This design comes from an exercise in tuning for small area, a short achievable clock period and few clock cycles per item on the open sky130 flow, not from production work.
RTL that was checked went through simulation tests only; none was proved equivalent to the original.
Function not checked in runs 3 to 5: the RTL went through the layout flow alone.
Power is estimated from default activity; no workload was simulated.

[flow/standard.sh]
#!/bin/bash
# synth_recipe.tcl (not shown) runs the flow's synth.tcl, then flattens the netlist and writes it again
# the make line also repeats each setting of config.mk as NAME=value (left out here)
make -C /OpenROAD-flow-scripts/flow DESIGN_CONFIG=/design/flow/config.mk WORK_HOME=/design/flow/orfs CLKGATE_MAP_FILE= SYNTH_SCRIPT=/design/flow/synth_recipe.tcl "${@:-finish}"
[flow/flow/run.sh]
#!/bin/bash
# Layout flow: the standard flow (its synthesis, floorplan, power grid,
# tap cells, placement, clock tree and routing), with two changes made through
# ORFS variables: timing repair aims at a setup slack of 7.5 ns instead of
# 0 ns, and the input and output ports are buffered with sky130_fd_sc_hd__buf_1.
# standard.sh's output goes to standard.log; ORFS keeps each step's log under
# orfs/logs/.
set -euo pipefail
export SETUP_SLACK_MARGIN=7.5
export BUFFER_PORTS_ARGS="-buffer_cell sky130_fd_sc_hd__buf_1"
bash standard.sh > standard.log 2>&1
[flow/constraint.sdc]
create_clock -name core_clock -period 10.0 [get_ports {clk}]
set_input_delay 2.0000 -clock core_clock [delete_from_list [all_inputs] [get_ports {clk}]]
set_output_delay 2.0000 -clock core_clock [all_outputs]
set_load 0.01 [all_outputs]
[flow/config.mk]
export PLATFORM = sky130hd
export DESIGN_NAME = fe_rms
export DESIGN_NICKNAME = fe_rms
export VERILOG_FILES = /design/flow/design.v
export SDC_FILE = /design/flow/constraint.sdc
export NUM_CORES = 4
export LEC_CHECK = 0
export ABC_AREA = 1
export CAP_MARGIN = 20
export CORE_MARGIN = 2
export CORE_UTILIZATION = 40
export SLEW_MARGIN = 20
[flow/design.v]
module fe_rms (
    input  wire        clk,
    input  wire        rst_n,
    input  wire        start,
    input  wire [63:0] sum,      
    input  wire [31:0] count,    
    output wire        in_ready,
    output reg         out_valid,
    output wire [31:0] rms
);
    reg        dbusy;
    reg [4:0]  dcnt;
    reg [31:0] drem;       
    reg [39:0] dq;         
    reg [31:0] dn;         
    reg        dz;         
    reg  ready;            
    wire dlast = (dcnt == 5'd28);    
    wire dfin  = (dcnt == 5'd29);    
    assign in_ready = ready;
    wire load = !dbusy || dfin;
    wire [33:0] tq = {drem, dq[39:38]};
    wire [33:0] d1, d2;
    wire        ge1, ge2;
    fe_rms_sub #(.W(34)) u_sub1 (.a(tq), .b({2'b0, dn}), .d(d1), .ge(ge1));
    fe_rms_sub #(.W(34)) u_sub2 (.a(tq), .b({1'b0, dn, 1'b0}), .d(d2), .ge(ge2));
    wire [34:0] ta = {1'b0, tq};
    wire [34:0] tb = ~{3'b0, dn};
    wire [34:0] tc = ~{2'b0, dn, 1'b0};
    wire [34:0] cx = ta ^ tb ^ tc;
    wire [34:0] cc = (ta & tb) | (ta & tc) | (tb & tc);
    wire [34:0] d3;
    fe_rms_add #(.W(35)) u_add3 (.a(cx), .b({cc[33:0], 1'b1}), .ci(1'b1), .s(d3));
    wire        ge3 = !d3[34];
    wire        q1  = ge2;
    wire        q2  = ge3 || (ge1 && !ge2);
    wire [31:0] r2  = ge3 ? d3[31:0] : ge2 ? d2[31:0] : ge1 ? d1[31:0] : tq[31:0];
    always @(posedge clk) begin
        if (load) begin
            drem <= sum[63:40];
            dq   <= sum[39:0];
            dn   <= count;
            dz   <= (count == 32'd0);
            dcnt <= 5'd0;
        end else begin
            drem <= r2;
            dq   <= {dq[37:0], 2'b00};
            dcnt <= dcnt + 5'd1;
        end
        if (!rst_n) begin
            dbusy <= 1'b0;
            ready <= 1'b1;
        end else if (in_ready) begin
            dbusy <= start;
            ready <= !start;
        end else begin
            ready <= dlast;
        end
    end
    reg        sv;         
    reg        sfirst;     
    reg        slast;      
    reg [1:0]  qp;
    reg        pnz;        
    always @(posedge clk) begin
        qp     <= dz ? 2'b00 : {q1, q2};
        sfirst <= (dcnt == 5'd0);
        slast  <= dlast;
        if (dfin)
            pnz <= (drem != 32'd0);
        if (!rst_n)
            sv <= 1'b0;
        else
            sv <= dbusy && !dfin;
    end
    reg [29:0] srem;       
    reg [28:0] root;
    wire [31:0] ssh = {srem, qp};
    wire [28:0] rt  = root;
    wire [31:0] sdf;
    wire        sb;
    fe_rms_sub #(.W(32)) u_sub3 (.a(ssh), .b({1'b0, rt[28:0], 2'b01}), .d(sdf), .ge(sb));
    wire [29:0] sr  = sb ? sdf[29:0] : ssh[29:0];
    reg         srnd;      
    wire        inc = root[0] && !(!pnz && srem == 30'd0 && !root[1]);
    always @(posedge clk) begin
        if (sfirst)
            srem <= {28'd0, qp[1] & qp[0], qp[1] & !qp[0]};
        else
            srem <= sr;
        if (srnd)
            root <= {1'b0, root[28:1]} + {28'd0, inc};
        else if (sfirst)
            root <= {28'd0, qp != 2'b00};
        else
            root <= {rt[27:0], sb};
        if (!rst_n) begin
            srnd      <= 1'b0;
            out_valid <= 1'b0;
        end else begin
            srnd      <= sv && slast;
            out_valid <= srnd;
        end
    end
    assign rms = {3'd0, root};
endmodule
module fe_rms_sub #(
    parameter W = 33
) (
    input  wire [W-1:0] a,
    input  wire [W-1:0] b,
    output wire [W-1:0] d,
    output wire         ge
);
    localparam L = (W > 32) ? 6 : (W > 16) ? 5 : (W > 8) ? 4 : (W > 4) ? 3 : 2;
    wire [W-1:0] p = a ^ ~b;
    wire [W-1:0] g = a & ~b;
    wire [W-1:0] G [0:L];
    wire [W-1:0] P [0:L];
    assign G[0] = {g[W-1:1], g[0] | p[0]};
    assign P[0] = p;
    genvar l, i;
    generate
        for (l = 0; l < L; l = l + 1) begin : g_lvl
            for (i = 0; i < W; i = i + 1) begin : g_bit
                if ((i >> l) & 1) begin : g_op
                    localparam integer K = ((i >> l) << l) - 1;
                    assign G[l+1][i] = G[l][i] | (P[l][i] & G[l][K]);
                    assign P[l+1][i] = P[l][i] & P[l][K];
                end else begin : g_pass
                    assign G[l+1][i] = G[l][i];
                    assign P[l+1][i] = P[l][i];
                end
            end
        end
    endgenerate
    assign d  = p ^ {G[L][W-2:0], 1'b1};
    assign ge = G[L][W-1];
endmodule
module fe_rms_add #(
    parameter W = 35
) (
    input  wire [W-1:0] a,
    input  wire [W-1:0] b,
    input  wire         ci,
    output wire [W-1:0] s
);
    localparam L = (W > 32) ? 6 : (W > 16) ? 5 : (W > 8) ? 4 : (W > 4) ? 3 : 2;
    wire [W-1:0] p = a ^ b;
    wire [W-1:0] g = a & b;
    wire [W-1:0] G [0:L];
    wire [W-1:0] P [0:L];
    assign G[0] = {g[W-1:1], g[0] | (p[0] & ci)};
    assign P[0] = p;
    genvar l, i;
    generate
        for (l = 0; l < L; l = l + 1) begin : g_lvl
            for (i = 0; i < W; i = i + 1) begin : g_bit
                if ((i >> l) & 1) begin : g_op
                    localparam integer K = ((i >> l) << l) - 1;
                    assign G[l+1][i] = G[l][i] | (P[l][i] & G[l][K]);
                    assign P[l+1][i] = P[l][i] & P[l][K];
                end else begin : g_pass
                    assign G[l+1][i] = G[l][i];
                    assign P[l+1][i] = P[l][i];
                end
            end
        end
    endgenerate
    assign s = p ^ {G[L][W-2:0], ci};
endmodule
==> flow_metrics.tcl, run 1 <==
set metrics [dict create \
    final_hold_viol_count 0 \
    met3_length_mm 3.226 \
    clkSinkCount 179 \
    slowest_stage "fa_1" \
    portBuffers 129 \
    via_per_inst 5.215 \
    critical_path_required_ns 10.35 \
    setup_viol 0 \
    detail_route.drc_violations 0 \
    fp.coreArea_um2 36260 \
    insertion_delay_ns 0.46 \
    die_area_um2 38100 \
    avgSynthCellArea_um2 7.070 \
    place_congestion 0.8630 \
    cts_hold_buf 0 \
    power_frac_comb 0.735 \
    synthToLayoutAreaGrowth_pct 30.98 \
    cts_buffers 17 \
    skew_ns 0.01455 \
    cap_violations 0 \
    grt_overflow 0 \
    wl_per_cell_um 16.60 \
    die_h_um 195.2 \
    r2r-start "dn[20]" \
    clkTransAtPathRegs_ns 0.08 \
    syn-instance-count 2068 \
    pin_count 133 \
    syn_area_um2 14620 \
    htree_levels 4 \
    antenna_found_initial 0 \
    ys.flop_type "dfxtp_1" \
    highest_layer "met4" \
    tightest_slew_ns 0.8572 \
    crit_type "reg2reg" \
    fin_tns_setup_ns 0 \
    hp-start "slast" \
    num_antenna_cells 0 \
    grt_use_total 0.2346 \
    cts_root_buffer "clkbuf_16" \
    grt_pass1_wl_mm 71.26 \
    wl_met1_mm 19.41 \
    ys_warn_count 4 \
    path_cells "buf_4 -> fa_1 -> inv_1 -> ha_4 -> nand2_2 -> nor2_2 -> nand2_2 -> nor2_2 -> nand2_2 -> nand2_2 -> nand2_4 -> nand2_8 -> buf_12 -> buf_12 -> nand3b_1 -> nand3_1 -> nand2_1" \
    max_stage_delay_ns 0.52 \
    layout-drive-gt1-share 0.2362 \
    intPower_mw 3.295 \
    met2_length_mm 22.27 \
    dr.pass1.iters 5 \
    switching_share 0.5051 \
    post-route-period-util 0.3032 \
    arrival_ns 3.38 \
    fin_crit_ns 3.032 \
    grt_pass1_vias 14160 \
    grt_max_degree 98 \
    power_density_nw_per_um2 347.7 \
    switchingPower_mw 3.363 \
    synth_cell_type_count 51 \
    vias 14650 \
    die_x_um 195.2 \
    p_seq_frac 0.158 \
    max_clock_freq_mhz 329.8 \
    synth-edff-count 34 \
    nNetsFinal 2610 \
    yosysSeqAreaShare 0.2684 \
    cts_buffer_depth 2 \
    num-fill-cells 3392 \
    cp-start-kind "register" \
    status "timing/DRC/antenna clean" \
    worst_setup_path_end_kind "register" \
    core.rowCount 70 \
    async_flop_share 0 \
    cts_tree "yes" \
    fin_cells 2809 \
    start_util 0.4032 \
    path_common_cell "nand2_2" \
    antenna_left 0 \
    p_clk_frac 0.107 \
    rsz0062_at_grt "yes" \
    yosys_register_bits 179 \
    leakage_nw 9.311 \
    crit_start "dn[20]" \
    placed_cells 2621 \
    slew-limit-headroom 0.4285 \
    cp_max_fo 7 \
    hold_path.class "reg2reg" \
    ir_worst_vdd_mv 0.2296 \
    slew_viol_final 0 \
    drt-total-wl_mm 46.64 \
    hpwl_mm 29.29 \
    initialDrtViolationCount 859 \
]
-- synthesized netlist by cell type, types with 6 or more instances --
cell | instances | area share
nand3b_1 | 10 | 0.0051
xor2_1 | 48 | 0.029
nor4_1 | 33 | 0.014
nand3_1 | 154 | 0.053
a21oi_2 | 11 | 0.0066
or2_2 | 8 | 0.0034
fa_1 | 48 | 0.066
xnor2_1 | 29 | 0.017
nor2_1 | 102 | 0.026
nand2_2 | 19 | 0.0081
nand3_2 | 10 | 0.0068
nand4_1 | 16 | 0.0068
dfxtp_1 | 145 | 0.20
clkbuf_1 | 16 | 0.0041
nor2_2 | 7 | 0.0030
buf_4 | 13 | 0.0067
a21oi_1 | 122 | 0.042
edfxtp_1 | 34 | 0.070
buf_1 | 6 | 0.0015
o22ai_1 | 15 | 0.0064
a21o_1 | 14 | 0.0072
inv_1 | 277 | 0.071
o21bai_1 | 8 | 0.0041
o21ai_0 | 36 | 0.012
o211ai_1 | 6 | 0.0031
nand2_1 | 657 | 0.17
buf_2 | 8 | 0.0027
o21ai_1 | 14 | 0.0048
nor3_1 | 16 | 0.0055
ha_1 | 135 | 0.12
buf_6 | 6 | 0.0046
-- path summary, 6_finish.rpt --
kind / slack, ns / depth (start not counted) / end
setup / recovery: 6.97 / 17 / drem[15]
hold / removal: 0.42 / 2 / srnd
setup reg to reg: 6.97 / 17 / drem[15]
hold reg to reg: 0.42 / 2 / srnd
-- cell type report --
cell class	instances	area (um^2)	area share
clock buffers	17	425.4	0.02221
flip-flops and latches	179	4011	0.2095
repair inverters	7	92.59	0.004835
multi-input cells	1567	10680	0.5575
well taps	468	585.6	0.03058
repair buffers	272	2061	0.1076
clock inverters	15	176.4	0.009213
inverters	284	1121	0.05854
-- sequential cells by signal, indices dropped and copies added, names as in the netlist --
name and flops:
qp 2, dn 32, out_valid 1, ready 1, dq 40, srem 30
pnz 1, srnd 1, sv 1, slast 1, dz 1, sfirst 1
root 29, dbusy 1, drem 32, dcnt 5
-- per-stage QoR --
| stage | total power, mW | setup slack (ns) | cell area (um^2) | utilization | hold slack, ns |
|---|---|---|---|---|---|
| floorplan | 3.865 | 7.181 | 14860 | - | 0.3952 |
| CTS | 5.866 | 7.051 | 18010 | 0.4966 | 0.4275 |
| detailed placement | 4.501 | 6.138 | 15630 | 0.4310 | 0.4112 |
| global placement | 4.443 | 6.202 | 15630 | 0.4310 | 0.4027 |
| finish | 6.658 | 6.968 | 19150 | 0.5281 | 0.4212 |
| global route | 7.208 | 6.855 | 19150 | 0.5281 | 0.4397 |
-- critical path: cells and delay by family (launching register included) --
kind	cells	cell delay [ns]
buffers and inverters	4	0.54
flip-flops	1	0.44
adder cells (fa/ha/maj)	2	0.83
AND/OR/NAND/NOR	11	1.10
-- logic make-up (layout without fill, tap and decap cells) --
kind of cell	count (synthesis)	in the layout	share of synthesized area
adders and majority gates	183	183	0.1813
AOI/OAI and AO/OA	248	248	0.09987
xor gates and xnor gates	77	77	0.04613
buffers and inverters	334	595	0.09397
other	1	3	0.0002565
DFF	179	179	0.2684
and+or+nand+nor	1046	1056	0.3101
-- power by group through the flow --
stage	Combinational (mW)	Sequential [mW]	Clock, mW
6_report	4.89	1.05	0.711
5_1_grt	5.38	1.07	0.752
4_1_cts	4.10	1.05	0.726
3_5_place_dp	3.44	1.06	0
3_3_place_gp	3.38	1.06	0
2_1_floorplan	2.86	1.00	0
-- timing repair --
action	4_1_cts	5_1_grt
setup buffers	77	59
pin swaps	56	62
setup endpoints to repair	89	103
endpoints found under the hold margin	0	0
resized for setup	272	123
gates cloned	15	5
-- routing by layer --
metal | track usage | vias to the layer above
met3 | 0.03903 | 118
met5 | 0 | -
li1 | - | 7227
met4 | 0.07520 | 0
met1 | 0.2899 | 6777
met2 | 0.4156 | 526
-- layout by cell type, fill, tap and decap left out, drive strengths merged, types with 4 or more instances in the layout --
cell,n
o21ai,52
nand4,16
nor4,33
fa,48
a21boi,5
edfxtp,34
nand3,171
o21bai,9
a21oi,136
nand3b,10
o211ai,6
dfxtp,145
inv,301
a21o,14
nand2,685
xor2,48
buf,269
o22ai,15
xnor2,29
nor2,111
ha,135
or2,11
a31oi,4
nor3,17
clkbuf,20
Testbench counts, summed over its fixed seeds: cycles 48,016, items 1,600.
==> inputs of run 2 (changes only) <==
==> flow/flow/run.sh (replaced) <==
#!/bin/bash
# Layout flow: the standard flow (its synthesis, floorplan, power grid,
# tap cells, placement, clock tree and routing), with two changes made through
# ORFS variables: timing repair aims at a setup slack of 6.8 ns instead of
# 0 ns, and the input and output ports are buffered with sky130_fd_sc_hd__buf_1.
# standard.sh's output goes to standard.log; ORFS keeps each step's log under
# orfs/logs/.
set -euo pipefail
export SETUP_SLACK_MARGIN=6.8
export BUFFER_PORTS_ARGS="-buffer_cell sky130_fd_sc_hd__buf_1"
bash standard.sh > standard.log 2>&1
==> run 2 against run 1 <==
Still clean; critical path type is now in2reg; hold slack improved by 0.00061 ns; clock power about the same; synthesized area is the same; flip-flop and latch count unchanged; highest routed layer unchanged.
==> flow_metrics.tcl, run 2 <==
set metrics [dict create \
    largest_register_ffs 40 \
    cts_buffers 17 \
    clkSinkCount 179 \
    placed_cells 2621 \
    pin_count 133 \
    rrSetupSlack_ns 6.96 \
    place_congestion 0.8986 \
    rsz0062_at_grt "no" \
    arrival_ns 3.50 \
    power_mw 5.297 \
    critical_path_required_ns 10.31 \
    met3_length_mm 1.939 \
    syn_area_um2 14620 \
    avgSynthCellArea_um2 7.070 \
    yosys_register_bits 179 \
    leakage_nw 8.096 \
    ys.flop_type "dfxtp_1" \
    vias 13510 \
    cap_violations 0 \
    insertion_delay_ns 0.46 \
    final_cell_mix "653 x nand2_1, 267 x inv_1, 153 x nand3_1" \
    die_area_um2 38100 \
    switchingPower_mw 2.746 \
    cp-start-kind "input pin" \
    met2_length_mm 18.63 \
    dpl_worst_slack_ns 5.814 \
    syn-instance-count 2068 \
    switching_share 0.5185 \
    yosysTopAreaCell "dfxtp_1" \
    yosys-top-cells-area "dfxtp_1 20%, nand2_1 17%, ha_1 12%" \
    grt_pass1_vias 13160 \
    p_clk_frac 0.134 \
    wl_per_cell_um 14.87 \
    dr.pass1.iters 6 \
    status "timing/DRC/antenna clean" \
    cts_root_buffer "clkbuf_16" \
    synth.top_cells.by_count "657 x nand2_1, 277 x inv_1, 154 x nand3_1" \
    htree_levels 4 \
    grt_overflow 0 \
    ys_warn_count 4 \
    top_regs "dq x40, dn x32, drem x32" \
    antenna_found_initial 0 \
    tightest_slew_ns 1.084 \
    fin_cells 2668 \
    wl_met1_mm 18.22 \
    slowest_stage "nor4_1" \
    worst_slack_ns 6.807 \
    detail_route.drc_violations 0 \
    worst_setup_path_end_kind "register" \
    antenna_left 0 \
    num_antenna_cells 0 \
    max_flop_register "dq" \
    core.rowCount 70 \
    cts_tree "yes" \
    die_x_um 195.2 \
    yosys.area.top_type_share 0.1985 \
    synth_most_common_cell "nand2_1" \
    crit_type "in2reg" \
    max_stage_delay_ns 0.87 \
    async_flop_share 0 \
    ir_worst_vdd_mv 0.1653 \
    skew_ns 0.01611 \
    final_common_cell "nand2_1" \
    synth-edff-count 34 \
    synth_cell_type_count 51 \
    die_h_um 195.2 \
    grt_max_degree 71 \
    p_seq_frac 0.198 \
    nNetsFinal 2469 \
    post-route-period-util 0.3193 \
    grt_use_total 0.2124 \
    clkTransAtPathRegs_ns 0.08 \
    hpwl_mm 29.21 \
    layout-drive-gt1-share 0.07091 \
    yosysSeqAreaShare 0.2684 \
    dpl_cell_area_um2 15430 \
    cts_hold_buf 0 \
    cts_buffer_depth 2 \
    highest_layer "met4" \
    fin_tns_setup_ns 0 \
    design_area_um2 16330 \
    slew-limit-headroom 0.2761 \
    slew_viol_final 0 \
    via_per_inst 5.063 \
    power_frac_comb 0.668 \
    drt-total-wl_mm 39.68 \
    final_hold_viol_count 0 \
    path_cells "buf_1 -> nor4_1 -> nand4_1 -> nor2_1" \
    fp.coreArea_um2 36260 \
    portBuffers 129 \
    hold_path.class "reg2reg" \
    power_density_nw_per_um2 324.4 \
    start_util 0.4032 \
    fin_crit_ns 3.193 \
    intPower_mw 2.551 \
    synthToLayoutAreaGrowth_pct 11.68 \
    cp_max_fo 2 \
    setup_viol 0 \
    max_clock_freq_mhz 313.2 \
    grt_pass1_wl_mm 65.36 \
    initialDrtViolationCount 718 \
]
-- run 2: what timing repair did --
action | 4_1_cts | 5_1_grt
gates cloned | 3 | 0
pin swaps | 3 | 2
setup buffers | 9 | 3
setup endpoints to repair | 33 | 34
resized for setup | 13 | 35
-- run 2: kinds of logic (layout without fill, tap and decap cells) --
kind of cell    after synthesis  in the layout  synth area share
simple gates               1046           1049            0.3101
compound gates              248            248           0.09987
xor+xnor                     77             77           0.04613
fa+ha+maj                   183            183            0.1813
flops                       179            179            0.2684
other cells                   1              3         0.0002565
buf+inv                     334            461           0.09397
-- run 2: path summary, 6_finish.rpt --
check	startpoint	to	cells past startpoint
worst max register to register	dn[16]	drem[6]	15
worst min-delay path	slast	srnd	2
worst max-delay path	count[12]	dz	4
worst min register to register	slast	srnd	2
-- run 2: per-stage QoR --
step | utilization | hold slack, ns
5_1_grt | 0.4503 | 0.4478
3_3_place_gp | 0.4257 | 0.4021
2_1_floorplan | - | 0.3952
3_5_place_dp | 0.4257 | 0.4051
6_report | 0.4503 | 0.4218
4_1_cts | 0.4474 | 0.4169
-- run 2: power by group through the flow --
stage | Clock [mW] | Sequential (mW) | Combinational [mW]
floorplan | 0 | 1.00 | 2.79
global placement | 0 | 1.06 | 3.31
detailed placement | 0 | 1.06 | 3.37
CTS | 0.732 | 1.04 | 3.47
global route | 0.752 | 1.07 | 4.03
finish | 0.711 | 1.05 | 3.54
-- run 2: final cells by class --
| class | instances | area (um^2) |
|---|---|---|
| flip-flops and latches | 179 | 3933 |
| fillers | 3735 | 19930 |
| clock buffers | 17 | 425.4 |
| inverters | 284 | 1090 |
| well taps | 468 | 585.6 |
| clock inverters | 15 | 203.9 |
| repair buffers | 145 | 611.8 |
| multi-input cells | 1560 | 9479 |
-- run 2: metal layers --
metal / vias to the layer above / global-route usage
li1: 6929 / -
met1: 6193 / 0.2708
met2: 338 / 0.3681
met3: 49 / 0.03420
met4: 0 / 0.06616
met5: - / 0
-- run 2: worst max-delay path: cells and delay by family --
kind	cells	cell delay, ns
AND/OR/NAND/NOR	3	1.38
buffers and inverters	1	0.11
==> inputs of run 3 (changes only) <==
--- a/flow/design.v
+++ b/flow/design.v
@@ -14,11 +14,10 @@
     reg [39:0] dq;         
     reg [31:0] dn;         
     reg        dz;         
+    reg        dn18;       
     reg  ready;            
     wire dlast = (dcnt == 5'd28);    
-    wire dfin  = (dcnt == 5'd29);    
     assign in_ready = ready;
-    wire load = !dbusy || dfin;
     wire [33:0] tq = {drem, dq[39:38]};
     wire [33:0] d1, d2;
     wire        ge1, ge2;
@@ -35,12 +34,18 @@
     wire        q1  = ge2;
     wire        q2  = ge3 || (ge1 && !ge2);
     wire [31:0] r2  = ge3 ? d3[31:0] : ge2 ? d2[31:0] : ge1 ? d1[31:0] : tq[31:0];
+    wire        z0  = (tq[31:18] == 14'd0);
+    wire        z1  = (d1[31:18] == 14'd0);
+    wire        z2  = (d2[31:18] == 14'd0);
+    wire        z3  = (d3[31:18] == 14'd0);
+    wire        rz  = dn18 && (ge3 ? z3 : ge2 ? z2 : ge1 ? z1 : z0);
     always @(posedge clk) begin
-        if (load) begin
+        if (in_ready) begin
             drem <= sum[63:40];
             dq   <= sum[39:0];
             dn   <= count;
             dz   <= (count == 32'd0);
+            dn18 <= (count[17:0] == 18'd0);
             dcnt <= 5'd0;
         end else begin
             drem <= r2;
@@ -54,11 +59,13 @@
             dbusy <= start;
             ready <= !start;
         end else begin
-            ready <= dlast;
+            ready <= (dcnt == 5'd27);
         end
     end
     reg        sv;         
     reg        sfirst;     
+    reg        ssecond;    
+    reg [1:0]  qp0;        
     reg        slast;      
     reg [1:0]  qp;
     reg        pnz;        
@@ -66,12 +73,14 @@
         qp     <= dz ? 2'b00 : {q1, q2};
         sfirst <= (dcnt == 5'd0);
         slast  <= dlast;
-        if (dfin)
-            pnz <= (drem != 32'd0);
+        qp0    <= qp;
+        ssecond <= sfirst;
+        if (dlast)
+            pnz <= !rz;
         if (!rst_n)
             sv <= 1'b0;
         else
-            sv <= dbusy && !dfin;
+            sv <= dbusy;
     end
     reg [29:0] srem;       
     reg [28:0] root;
@@ -81,17 +90,23 @@
     wire        sb;
     fe_rms_sub #(.W(32)) u_sub3 (.a(ssh), .b({1'b0, rt[28:0], 2'b01}), .d(sdf), .ge(sb));
     wire [29:0] sr  = sb ? sdf[29:0] : ssh[29:0];
+    wire [1:0]  f0s = qp0 - {1'b0, qp0 != 2'b00};        
+    wire        f0b = (qp0 != 2'b00);                    
+    wire [3:0]  f1h = {f0s, qp};
+    wire [3:0]  f1t = {1'b0, f0b, 2'b01};
+    wire        f1b = (f1h >= f1t);                      
+    wire [3:0]  f1s = f1b ? f1h - f1t : f1h;             
     reg         srnd;      
     wire        inc = root[0] && !(!pnz && srem == 30'd0 && !root[1]);
     always @(posedge clk) begin
-        if (sfirst)
-            srem <= {28'd0, qp[1] & qp[0], qp[1] & !qp[0]};
+        if (ssecond)
+            srem <= {27'd0, f1s[2:0]};
         else
             srem <= sr;
         if (srnd)
             root <= {1'b0, root[28:1]} + {28'd0, inc};
-        else if (sfirst)
-            root <= {28'd0, qp != 2'b00};
+        else if (ssecond)
+            root <= {27'd0, f0b, f1b};
         else
             root <= {rt[27:0], sb};
         if (!rst_n) begin
==> flow/flow/run.sh (replaced) <==
#!/bin/bash
# Layout flow: the standard flow (its synthesis, floorplan, power grid,
# tap cells, placement, clock tree and routing), with two changes made through
# ORFS variables: timing repair aims at a setup slack of 6.5 ns instead of
# 0 ns, and the input and output ports are buffered with sky130_fd_sc_hd__buf_1.
# standard.sh's output goes to standard.log; ORFS keeps each step's log under
# orfs/logs/.
set -euo pipefail
export SETUP_SLACK_MARGIN=6.5
export BUFFER_PORTS_ARGS="-buffer_cell sky130_fd_sc_hd__buf_1"
bash standard.sh > standard.log 2>&1
--- a/flow/config.mk
+++ b/flow/config.mk
@@ -5,7 +5,6 @@
 export SDC_FILE = /design/flow/constraint.sdc
 export NUM_CORES = 4
 export LEC_CHECK = 0
-export ABC_AREA = 1
 export CAP_MARGIN = 20
 export CORE_MARGIN = 2
 export CORE_UTILIZATION = 40
==> run 3 against run 2 <==
Final cell count is 19% lower; global-route usage is 1.5 points higher; via count shrank 9.8%; non-clock buffer count increased by 65; wire length is 3.2% higher; critical path depth rose by 11; highest routed layer unchanged; hold slack got worse by 0.086 ns.
==> flow_metrics.tcl, run 3 <==
set metrics [dict create \
    status "timing/DRC/antenna clean" \
    nNetsFinal 1982 \
    antenna_left 0 \
    arrival_ns 4.33 \
    antenna_found_initial 0 \
    setup_viol 0 \
    rsz0062_at_grt "yes" \
    async_flop_share 0 \
    path_cells "buf_4 -> fa_1 -> inv_1 -> ha_1 -> a21oi_2 -> nand2_1 -> o21ai_4 -> a211oi_4 -> o31ai_4 -> a22o_4 -> nand2_1 -> a2111oi_2 -> nor4b_4 -> o2111ai_1 -> o311a_1" \
    yosysSeqAreaShare 0.2934 \
    slew_viol_final 0 \
    yosys_register_bits 183 \
    num-fill-cells 3161 \
    tightest_slew_ns 1.069 \
    syn-instance-count 1518 \
    htree_levels 4 \
    final_common_cell "dfxtp_1" \
    fin_crit_ns 4.117 \
    ir_worst_vdd_mv 0.2007 \
    cts_root_buffer "clkbuf_16" \
    grt_pass1_vias 11930 \
    vias 12190 \
    grt_pass1_wl_mm 64.05 \
    cts_buffers 17 \
    grt_max_degree 56 \
    final_hold_viol_count 0 \
    max_stage_delay_ns 0.52 \
    path_common_cell "nand2_1" \
    worst_setup_path_end_kind "register" \
    max_clock_freq_mhz 242.9 \
    yosys-top-cells-area "dfxtp_1 22%, ha_1 12%, edfxtp_1 7.7%" \
    post-route-period-util 0.4117 \
    power_density_nw_per_um2 373.1 \
    crit_type "reg2reg" \
    portBuffers 129 \
    cp-start-kind "register" \
    power_frac_comb 0.712 \
    hpwl_mm 29.18 \
    p_clk_frac 0.113 \
    core.rowCount 67 \
    num_antenna_cells 0 \
    switchingPower_mw 2.938 \
    worst_slack_ns 5.883 \
    dpl_worst_slack_ns 4.923 \
    clkSinkCount 183 \
    yosys.area.top_type_share 0.2166 \
    detail_route.drc_violations 0 \
    via_per_inst 5.631 \
    grt_overflow 0 \
    cap_violations 0 \
    p_seq_frac 0.175 \
    syn_area_um2 13680 \
    start_util 0.4070 \
    hold_path.class "reg2reg" \
    slew-limit-headroom 0.2818 \
    yosysTopAreaCell "dfxtp_1" \
    ys.flop_type "dfxtp_1" \
    leakage_nw 6.830 \
    grt_use_total 0.2279 \
    path_delay_family "compound AO/OA/AOI/OAI gates" \
    fp.coreArea_um2 33620 \
    avgSynthCellArea_um2 9.013 \
    critPathBufInv 2 \
    skew_ns 0.01522 \
    wl_per_cell_um 18.92 \
    clkTransAtPathRegs_ns 0.08 \
    max_flop_register "dq" \
    drt-total-wl_mm 40.93 \
    cp_max_fo 4 \
    pin_count 133 \
    die_h_um 188.9 \
    synth_most_common_cell "dfxtp_1" \
    final_cell_mix "136 x dfxtp_1, 129 x buf_1, 116 x inv_1, 116 x ha_1, 100 x nand2_1" \
    dr.pass1.iters 6 \
    power_mw 6.244 \
    place_congestion 0.9471 \
    fin_tns_setup_ns 0 \
    die_x_um 188.9 \
    slowest_stage "fa_1" \
    synth_cell_type_count 81 \
    die_area_um2 35700 \
    critical_path_required_ns 10.21 \
    switching_share 0.4705 \
    intPower_mw 3.307 \
    top_regs "dq x40, dn x32, drem x32" \
    layout-drive-gt1-share 0.1748 \
    cts_buffer_depth 2 \
    cts_tree "yes" \
    hold_ws_ns 0.3359 \
    largest_register_ffs 40 \
    insertion_delay_ns 0.46 \
    synth.top_cells.by_count "148 x dfxtp_1, 134 x inv_1, 132 x ha_1" \
    synth-edff-count 35 \
    ys_warn_count 4 \
    initialDrtViolationCount 1054 \
    synthToLayoutAreaGrowth_pct 22.32 \
]
-- run 3: cell types whose count changed after synthesis, sizes merged, moves of 42 or more --
| cell | before | now |
|---|---|---|
| inv | 284 | 134 |
| nand3 | 165 | 51 |
| nand2 | 681 | 103 |
| a21oi | 136 | 94 |
| mux2 | 0 | 42 |
| xnor2 | 29 | 72 |
-- run 3: cell families (layout without fill, tap and decap cells) --
logic type,Yosys count,in the layout,synth area share
other,1,3,0.0002741
xor gates and xnor gates,115,115,0.07362
AOI/OAI and AO/OA,365,367,0.1828
buffers and inverters,182,376,0.05176
DFF,183,183,0.2934
adders and majority gates,180,180,0.1909
and+or+nand+nor,419,419,0.1500
muxes,73,73,0.05725
-- run 3: final timing paths --
| check | from | end | slack (ns) | cells past startpoint |
|---|---|---|---|---|
| setup / recovery | dn[4] | pnz | 5.88 | 15 |
| hold / removal | sfirst | ssecond | 0.34 | 0 |
| setup reg to reg | dn[4] | pnz | 5.88 | 15 |
| hold reg to reg | sfirst | ssecond | 0.34 | 0 |
-- run 3: metal layers --
layer  routed length (um)  part of all wire  track usage
met1                18190              0.44       0.2991
met4                 1120             0.027      0.08774
met5                    0                 0            0
met2                19580              0.48       0.3819
met3                 2047             0.050      0.02873
-- run 3: power by group through the flow --
stage | registers (mW) | logic (mW) | clock network [mW]
final | 1.09 | 4.45 | 0.707
after global routing | 1.11 | 4.82 | 0.748
after CTS | 1.09 | 4.14 | 0.723
after detailed placement | 1.10 | 3.43 | 0
after global placement | 1.10 | 3.40 | 0
after floorplan | 1.04 | 2.72 | 0
-- run 3: cell type report --
type | count | area, um^2 | share of cell area
clock buffer | 17 | 425.4 | 0.02542
multi-input combinational | 1157 | 9721 | 0.5808
tap | 448 | 560.5 | 0.03349
inverter | 134 | 503.0 | 0.03005
timing repair buffer | 210 | 1313 | 0.07842
clock inverter | 15 | 177.7 | 0.01062
sequential | 183 | 4036 | 0.2412
-- run 3: per-stage QoR --
step,cell area (um^2),instances,util
after floorplan,13790,1520,-
final,16740,2164,0.4979
after detailed placement,14710,2059,0.4376
after global routing,16740,2164,0.4979
after global placement,14710,2059,0.4376
after CTS,16350,2146,0.4864
-- run 3: what timing repair did --
item / in CTS / in global routing
hold buffers: 0 / 0
pin swaps: 28 / 21
cloned: 4 / 0
endpoints found under the setup margin: 65 / 66
gates resized for setup: 126 / 46
setup buffers: 51 / 18
==> inputs of run 4 (changes only) <==
==> flow/flow/run.sh (replaced) <==
#!/bin/bash
# Layout flow: the standard flow (its synthesis, floorplan, power grid,
# tap cells, placement, clock tree and routing), with two changes made through
# ORFS variables: timing repair aims at a setup slack of 6.8 ns instead of
# 0 ns, and the input and output ports are buffered with sky130_fd_sc_hd__buf_1.
# standard.sh's output goes to standard.log; ORFS keeps each step's log under
# orfs/logs/.
set -euo pipefail
export SETUP_SLACK_MARGIN=6.8
export BUFFER_PORTS_ARGS="-buffer_cell sky130_fd_sc_hd__buf_1"
bash standard.sh > standard.log 2>&1
--- a/flow/config.mk
+++ b/flow/config.mk
@@ -5,6 +5,7 @@
 export SDC_FILE = /design/flow/constraint.sdc
 export NUM_CORES = 4
 export LEC_CHECK = 0
+export ABC_AREA = 1
 export CAP_MARGIN = 20
 export CORE_MARGIN = 2
 export CORE_UTILIZATION = 40
==> run 4 against run 3 <==
Still clean; sequential share of layout area shrank 0.45 points; non-clock buffer count shrank 35; clock power grew 3%; wire length grew 3.8%; clock skew shrank 0.0012 ns; final cell count grew 25%; combinational power shrank 16%; core utilization shrank 3.1 points; sequential power is essentially flat; power shrank 12%; register-to-register slack gained 0.89 ns; fmax grew 27%.
==> flow_metrics.tcl, run 4 <==
set metrics [dict create \
    status "timing/DRC/antenna clean" \
    syn-instance-count 2083 \
    num_antenna_cells 0 \
    antenna_found_initial 0 \
    synth.top_cells.by_count "590 x nand2_1, 265 x inv_1, 163 x nor2_1" \
    synth_most_common_cell "nand2_1" \
    path_cells "buf_4 -> fa_1 -> inv_1 -> ha_1 -> nand2_1 -> nor2_2 -> nand2_2 -> inv_2 -> nand2_2 -> nor3_1 -> nand2_1 -> nand3_1 -> nand2_2 -> nor2_2 -> nand2_1 -> nor2_1 -> nand2_1 -> a21boi_1 -> nand2_1" \
    synth_cell_type_count 63 \
    antenna_left 0 \
    portBuffers 129 \
    hold_path.class "reg2reg" \
    worst_setup_path_end_kind "register" \
    yosys.area.top_type_share 0.2003 \
    critical_path_required_ns 10.20 \
    cts_tree "yes" \
    place_congestion 0.8416 \
    synthToLayoutAreaGrowth_pct 15.28 \
    max_stage_delay_ns 0.51 \
    initialDrtViolationCount 868 \
    critPathBufInv 3 \
    die_area_um2 38540 \
    insertion_delay_ns 0.45 \
    hold_ws_ns 0.3287 \
    path_delay_family "simple AND/OR/NAND/NOR gates" \
    tightest_slew_ns 1.202 \
    path_common_cell "nand2_1" \
    final_cell_mix "571 x nand2_1, 247 x inv_1, 155 x nor2_1" \
    slew-limit-headroom 0.1985 \
    cap_violations 0 \
    vias 14020 \
    met3_length_mm 2.254 \
    drt-total-wl_mm 42.49 \
    cts_root_buffer "clkbuf_16" \
    max_flop_register "dq" \
    detail_route.drc_violations 0 \
    max_clock_freq_mhz 309.6 \
    skew_ns 0.01406 \
    htree_levels 4 \
    via_per_inst 5.164 \
    slew_viol_final 0 \
    dr.pass1.iters 6 \
    final_hold_viol_count 0 \
    yosysSeqAreaShare 0.2713 \
    async_flop_share 0 \
    fin_tns_setup_ns 0 \
    highest_layer "met4" \
    fp.coreArea_um2 36520 \
    yosys_register_bits 183 \
    layout-drive-gt1-share 0.1184 \
    wl_per_cell_um 15.65 \
    slowest_stage "fa_1" \
    ys_warn_count 4 \
    cp-start-kind "register" \
    hpwl_mm 29.96 \
    grt_pass1_wl_mm 66.05 \
    cts_buffers 17 \
    yosysTopAreaCell "dfxtp_1" \
    grt_use_total 0.2130 \
    power_density_nw_per_um2 323.5 \
    clkSinkCount 183 \
    met2_length_mm 19.69 \
    num-fill-cells 3669 \
    cp_max_fo 7 \
    post-route-period-util 0.3230 \
    cts_buffer_depth 2 \
    fin_cells 2714 \
    largest_register_ffs 40 \
    core.rowCount 70 \
    syn_area_um2 14790 \
    avgSynthCellArea_um2 7.102 \
    grt_max_degree 72 \
    nNetsFinal 2512 \
    start_util 0.4050 \
    grt_pass1_vias 13340 \
    final_common_cell "nand2_1" \
    placed_cells 2631 \
    crit_type "reg2reg" \
    pin_count 133 \
    leakage_nw 8.295 \
    fin_crit_ns 3.230 \
    rsz0062_at_grt "yes" \
    arrival_ns 3.43 \
    setup_viol 0 \
    ir_worst_vdd_mv 0.1637 \
    clkTransAtPathRegs_ns 0.08 \
    synth-edff-count 35 \
    die_x_um 196.3 \
    top_regs "dq x40, dn x32, drem x32" \
    wl_met1_mm 19.02 \
    grt_overflow 0 \
    yosys-top-cells-area "dfxtp_1 20%, nand2_1 15%, ha_1 11%" \
    ys.flop_type "dfxtp_1" \
    die_h_um 196.3 \
]
[run 4: changes by cell type after synthesis, moves of 19 or more]
| cell | delta |
|---|---|
| mux2_2 | -42 |
| inv_2 | +19 |
| nor3_1 | -19 |
| nand2_1 | +487 |
| nand3_1 | +76 |
| a21oi_1 | +65 |
| o31ai_1 | -20 |
| xnor2_1 | -55 |
| nor2_1 | +63 |
| nand2b_1 | -20 |
| o21a_1 | -22 |
| o21ai_1 | +23 |
| mux2i_1 | -31 |
| inv_1 | +131 |
[run 4: timing repair]
action | 4_1_cts | 5_1_grt
gates cloned | 1 | 7
setup buffers | 24 | 19
hold endpoints to repair | 0 | 0
hold buffers | 0 | 0
pin swaps | 18 | 23
endpoints found under the setup margin | 35 | 60
gates resized for setup | 66 | 57
[run 4: stage by stage]
| stage | setup WS [ns] | utilization | cell area [um^2] | power [mW] |
|---|---|---|---|---|
| 2_1_floorplan | 6.910 | - | 14800 | 3.608 |
| 3_3_place_gp | 6.360 | 0.4260 | 15560 | 4.202 |
| 3_5_place_dp | 6.340 | 0.4260 | 15560 | 4.259 |
| 4_1_cts | 6.790 | 0.4530 | 16540 | 5.221 |
| 5_1_grt | 6.593 | 0.4669 | 17050 | 6.001 |
| 6_report | 6.770 | 0.4669 | 17050 | 5.516 |
[run 4: layout make-up]
cell class,count,area [um^2],area share
clock buffers,17,425.4,0.02495
repair inverters,3,40.04,0.002348
well taps,468,585.6,0.03434
flip-flops and latches,183,4036,0.2367
clock inverters,15,187.7,0.01101
repair buffers,175,925.9,0.05430
multi-input cells,1567,9737,0.5710
inverters,286,1115,0.06538
[run 4: path summary, 6_finish.rpt]
path / start / end / slack [ns] / cells past startpoint
min: sfirst / ssecond / 0.33 / 0
max: dn[16] / pnz / 6.77 / 19
max reg2reg: dn[16] / pnz / 6.77 / 19
min reg2reg: sfirst / ssecond / 0.33 / 0
[run 4: routing by layer]
layer / up-vias / track usage
met5: - / 0
met4: 0 / 0.08698
met3: 85 / 0.03473
met2: 386 / 0.3537
met1: 6464 / 0.2756
li1: 7080 / -
[run 4: cells by family after synthesis]
family,after synthesis,share of synthesized area
simple gates,998,0.2933
buf+inv,340,0.09558
compound gates,327,0.1309
flops,183,0.2713
fa+ha+maj,180,0.1766
xor+xnor,54,0.03197
other cells,1,0.0002535
[run 4: power breakdown]
group	switching (mW)	internal, mW	total, mW	leakage (nW)
combinational	2.31	1.42	3.72	6.41
clock	0.344	0.381	0.725	0.304
sequential	0.173	0.896	1.07	1.58
total	2.82	2.69	5.52	8.29
==> inputs of run 5 (changes only) <==
--- a/flow/design.v
+++ b/flow/design.v
@@ -18,6 +18,7 @@
     reg  ready;            
     wire dlast = (dcnt == 5'd28);    
     assign in_ready = ready;
+    wire load = !dbusy || dlast;
     wire [33:0] tq = {drem, dq[39:38]};
     wire [33:0] d1, d2;
     wire        ge1, ge2;
@@ -40,7 +41,7 @@
     wire        z3  = (d3[31:18] == 14'd0);
     wire        rz  = dn18 && (ge3 ? z3 : ge2 ? z2 : ge1 ? z1 : z0);
     always @(posedge clk) begin
-        if (in_ready) begin
+        if (load) begin
             drem <= sum[63:40];
             dq   <= sum[39:0];
             dn   <= count;
==> flow/flow/run.sh (replaced) <==
#!/bin/bash
# Layout flow: the standard flow (its synthesis, floorplan, power grid,
# tap cells, placement, clock tree and routing), with two changes made through
# ORFS variables: timing repair aims at a setup slack of 7 ns instead of
# 0 ns, and the input and output ports are buffered with sky130_fd_sc_hd__buf_1.
# standard.sh's output goes to standard.log; ORFS keeps each step's log under
# orfs/logs/.
set -euo pipefail
export SETUP_SLACK_MARGIN=7
export BUFFER_PORTS_ARGS="-buffer_cell sky130_fd_sc_hd__buf_1"
bash standard.sh > standard.log 2>&1
==> run 5 against run 4 <==
Still clean; global-route usage grew 1.3 points; flip-flop and latch count is the same; sequential share of layout area shrank 0.45 points; sequential power is essentially flat; count of clock-buffer cells in the layout grew 3; critical endpoint unchanged; largest cell class unchanged; highest routed layer unchanged.
==> flow_metrics.tcl, run 5 <==
set metrics [dict create \
    avgSynthCellArea_um2 7.023 \
    final_hold_viol_count 0 \
    num-fill-cells 3549 \
    nNetsFinal 2548 \
    power_density_nw_per_um2 349.9 \
    ys.flop_type "dfxtp_1" \
    regArea_um2 4120 \
    synth.top_cells.by_count "598 x nand2_1, 276 x inv_1, 179 x nor2_1" \
    switchingPower_mw 3.260 \
    yosys_register_bits 183 \
    die_x_um 195.6 \
    post-route-period-util 0.3226 \
    status "timing/DRC/antenna clean" \
    cts_buffer_depth 2 \
    clkTransAtPathRegs_ns 0.08 \
    ir_worst_vdd_mv 0.1751 \
    path_common_cell "nand2_1" \
    slew_viol_final 0 \
    vias 14140 \
    yosys.area.top_type_share 0.2018 \
    cp-start-kind "register" \
    switching_share 0.5251 \
    synth-edff-count 35 \
    core.rowCount 70 \
    detail_route.drc_violations 0 \
    hold_path.class "reg2reg" \
    yosysSeqAreaShare 0.2734 \
    grt_max_degree 70 \
    grt_pass1_vias 13420 \
    yosys-top-cells-area "dfxtp_1 20%, nand2_1 15%, ha_1 11%" \
    max_clock_freq_mhz 310.0 \
    slowest_stage "dfxtp_1" \
    die_h_um 195.6 \
    insertion_delay_ns 0.47 \
    p_seq_frac 0.174 \
    critical_path_required_ns 10.21 \
    cap_violations 0 \
    tightest_slew_ns 0.9361 \
    antenna_found_initial 0 \
    setup_viol 0 \
    worst_setup_path_end_kind "register" \
    cts_hold_buf 0 \
    slew-limit-headroom 0.3746 \
    synthToLayoutAreaGrowth_pct 20.86 \
    crit_type "reg2reg" \
    syn_area_um2 14680 \
    skew_ns 0.01605 \
    final_common_cell "nand2_1" \
    leakage_nw 8.585 \
    synth_cell_type_count 60 \
    ys_warn_count 4 \
    grt_use_total 0.2258 \
    cp_max_fo 7 \
    portBuffers 129 \
    grt_pass1_wl_mm 68.57 \
    drt-total-wl_mm 43.82 \
    layout-drive-gt1-share 0.1626 \
    cts_buffers 17 \
    via_per_inst 5.141 \
    yosysTopAreaCell "dfxtp_1" \
    die_area_um2 38250 \
    final_cell_mix "569 x nand2_1, 251 x inv_1, 162 x nor2_1" \
    hold_ws_ns 0.3313 \
    cts_tree "yes" \
    wl_per_cell_um 15.94 \
    syn-instance-count 2090 \
    max_flop_register "dq" \
    fin_crit_ns 3.226 \
    intPower_mw 2.948 \
    largest_register_ffs 40 \
    async_flop_share 0 \
    num_antenna_cells 0 \
    path_cells "fa_1 -> ha_1 -> a21oi_1 -> a21boi_2 -> nand2_4 -> a21oi_2 -> nand2_1 -> nand2_1 -> nand2_2 -> nor2_1 -> nand2_1 -> nor2_1 -> nand2_1 -> a21boi_1 -> nand2_1" \
    synth_most_common_cell "nand2_1" \
    rsz0062_at_grt "yes" \
    arrival_ns 3.44 \
    top_regs "dq x40, dn x32, drem x32" \
    initialDrtViolationCount 765 \
    fin_tns_setup_ns 0 \
    start_util 0.4039 \
    place_congestion 0.8779 \
    grt_overflow 0 \
    power_frac_comb 0.711 \
    pin_count 133 \
    p_clk_frac 0.115 \
    max_stage_delay_ns 0.53 \
    clkSinkCount 183 \
    cts_root_buffer "clkbuf_16" \
    fp.coreArea_um2 36350 \
    multi_input_area_um2 10100 \
    antenna_left 0 \
    htree_levels 4 \
    dr.pass1.iters 5 \
    hpwl_mm 30.18 \
]
run 5: cell types whose count changed in the layout (fill, tap and decap cells not counted), moves of 9 or more:
| cell | change |
|---|---|
| nand3_1 | -29 |
| dfxtp_1 | -25 |
| buf_1 | -29 |
| buf_2 | +25 |
| ha_1 | -9 |
| dfxtp_4 | +21 |
| buf_4 | +22 |
run 5: final timing paths:
path	slack [ns]	cells after the start	endpoint	from
setup reg to reg	6.77	15	pnz	drem[21]
setup / recovery	6.77	15	pnz	drem[21]
hold reg to reg	0.33	0	ssecond	sfirst
hold / removal	0.33	0	ssecond	sfirst
run 5: repair_timing:
item | in CTS | in global routing
endpoints found under the setup margin | 74 | 81
pin swaps | 15 | 48
buffers inserted | 33 | 31
cloned | 10 | 2
resized for setup | 191 | 109
run 5: critical path, delay by kind of cell, from the launching register on:
family	cells	cell delay [ns]
AND/OR/NAND/NOR	9	0.85
flip-flops	1	0.53
adder cells (fa/ha/maj)	2	0.82
AO/OA/AOI/OAI	4	0.79
run 5: metal layers:
layer / track usage / wire length (um) / vias up
met5: 0 / 0 / -
met4: 0.08284 / 1148 / 0
met3: 0.03212 / 2246 / 74
met2: 0.3831 / 20620 / 393
met1: 0.2922 / 19800 / 6518
li1: - / - / 7154
run 5: metrics by stage:
step                power [mW]  instance area, um^2  setup WS (ns)  std cells    util
floorplan                3.886                14690          7.117       2092       -
global placement         4.561                15490          6.121       2642  0.4263
detailed placement       4.624                15490          6.131       2642  0.4263
CTS                      5.812                17060          6.855       2717  0.4693
global route             6.753                17740          6.599       2750  0.4881
finish                   6.208                17740          6.774       2750  0.4881
run 5: layout make-up:
cell class	instances	area share
Timing Repair Buffer	198	0.06686
Timing Repair inverter	3	0.002045
Inverter	287	0.06347
Sequential cell	183	0.2322
Clock inverter	12	0.007194
Clock buffer	20	0.02574
Multi-Input combinational cell	1579	0.5694
Tap cell	468	0.03301
run 5: logic make-up after synthesis:
kind of cell | after synthesis | synth area share
compound gates | 346 | 0.1335
xor+xnor | 59 | 0.03520
fa+ha+maj | 180 | 0.1780
buf+inv | 338 | 0.09419
flops | 183 | 0.2734
other cells | 1 | 0.0002555
simple gates | 983 | 0.2855
run 5: power by group through the flow:
| stage | registers, mW | logic, mW | clock network, mW |
|---|---|---|---|
| after floorplan | 1.03 | 2.85 | 0 |
| after global placement | 1.09 | 3.47 | 0 |
| after detailed placement | 1.09 | 3.53 | 0 |
| final | 1.08 | 4.42 | 0.712 |
| after CTS | 1.08 | 4.00 | 0.725 |
| after global routing | 1.10 | 4.90 | 0.749 |

-- what the ideal ports hide --
The flow's constraints put no driver on any port. The routed layouts listed below were extracted and timed again, unchanged, in two steps. Step 1: set_driving_cell puts a clkbuf_16 on clk and a buf_2 on each other input, an assumption about the parent block. Step 2 also shifts input and output timing later by t, the mid clock arrival at the registers, as if the neighbouring blocks saw the same clock. Slacks: ideal / step 1 / step 2; pairs: ideal / step 1.
| run | t (ns) | slack for setup (ns) | pins driven straight from the clock port |
|---|---|---|---|
| run 1 | 0.510 | 6.968 / 6.968 / 6.953 | 1 |
| run 2 | 0.504 | 6.807 / 6.815 / 6.334 | 1 |
| run 3 | 0.506 | 5.883 / 5.883 / 5.883 | 1 |
| run 4 | 0.500 | 6.770 / 6.770 / 6.475 | 1 |
| run 5 | 0.513 | 6.774 / 6.774 / 6.556 | 1 |
After both steps every run listed still meets setup and hold. The setup slack of run 2, which loses most, moves by +0.008 ns with the drivers and by -0.473 ns with both steps.
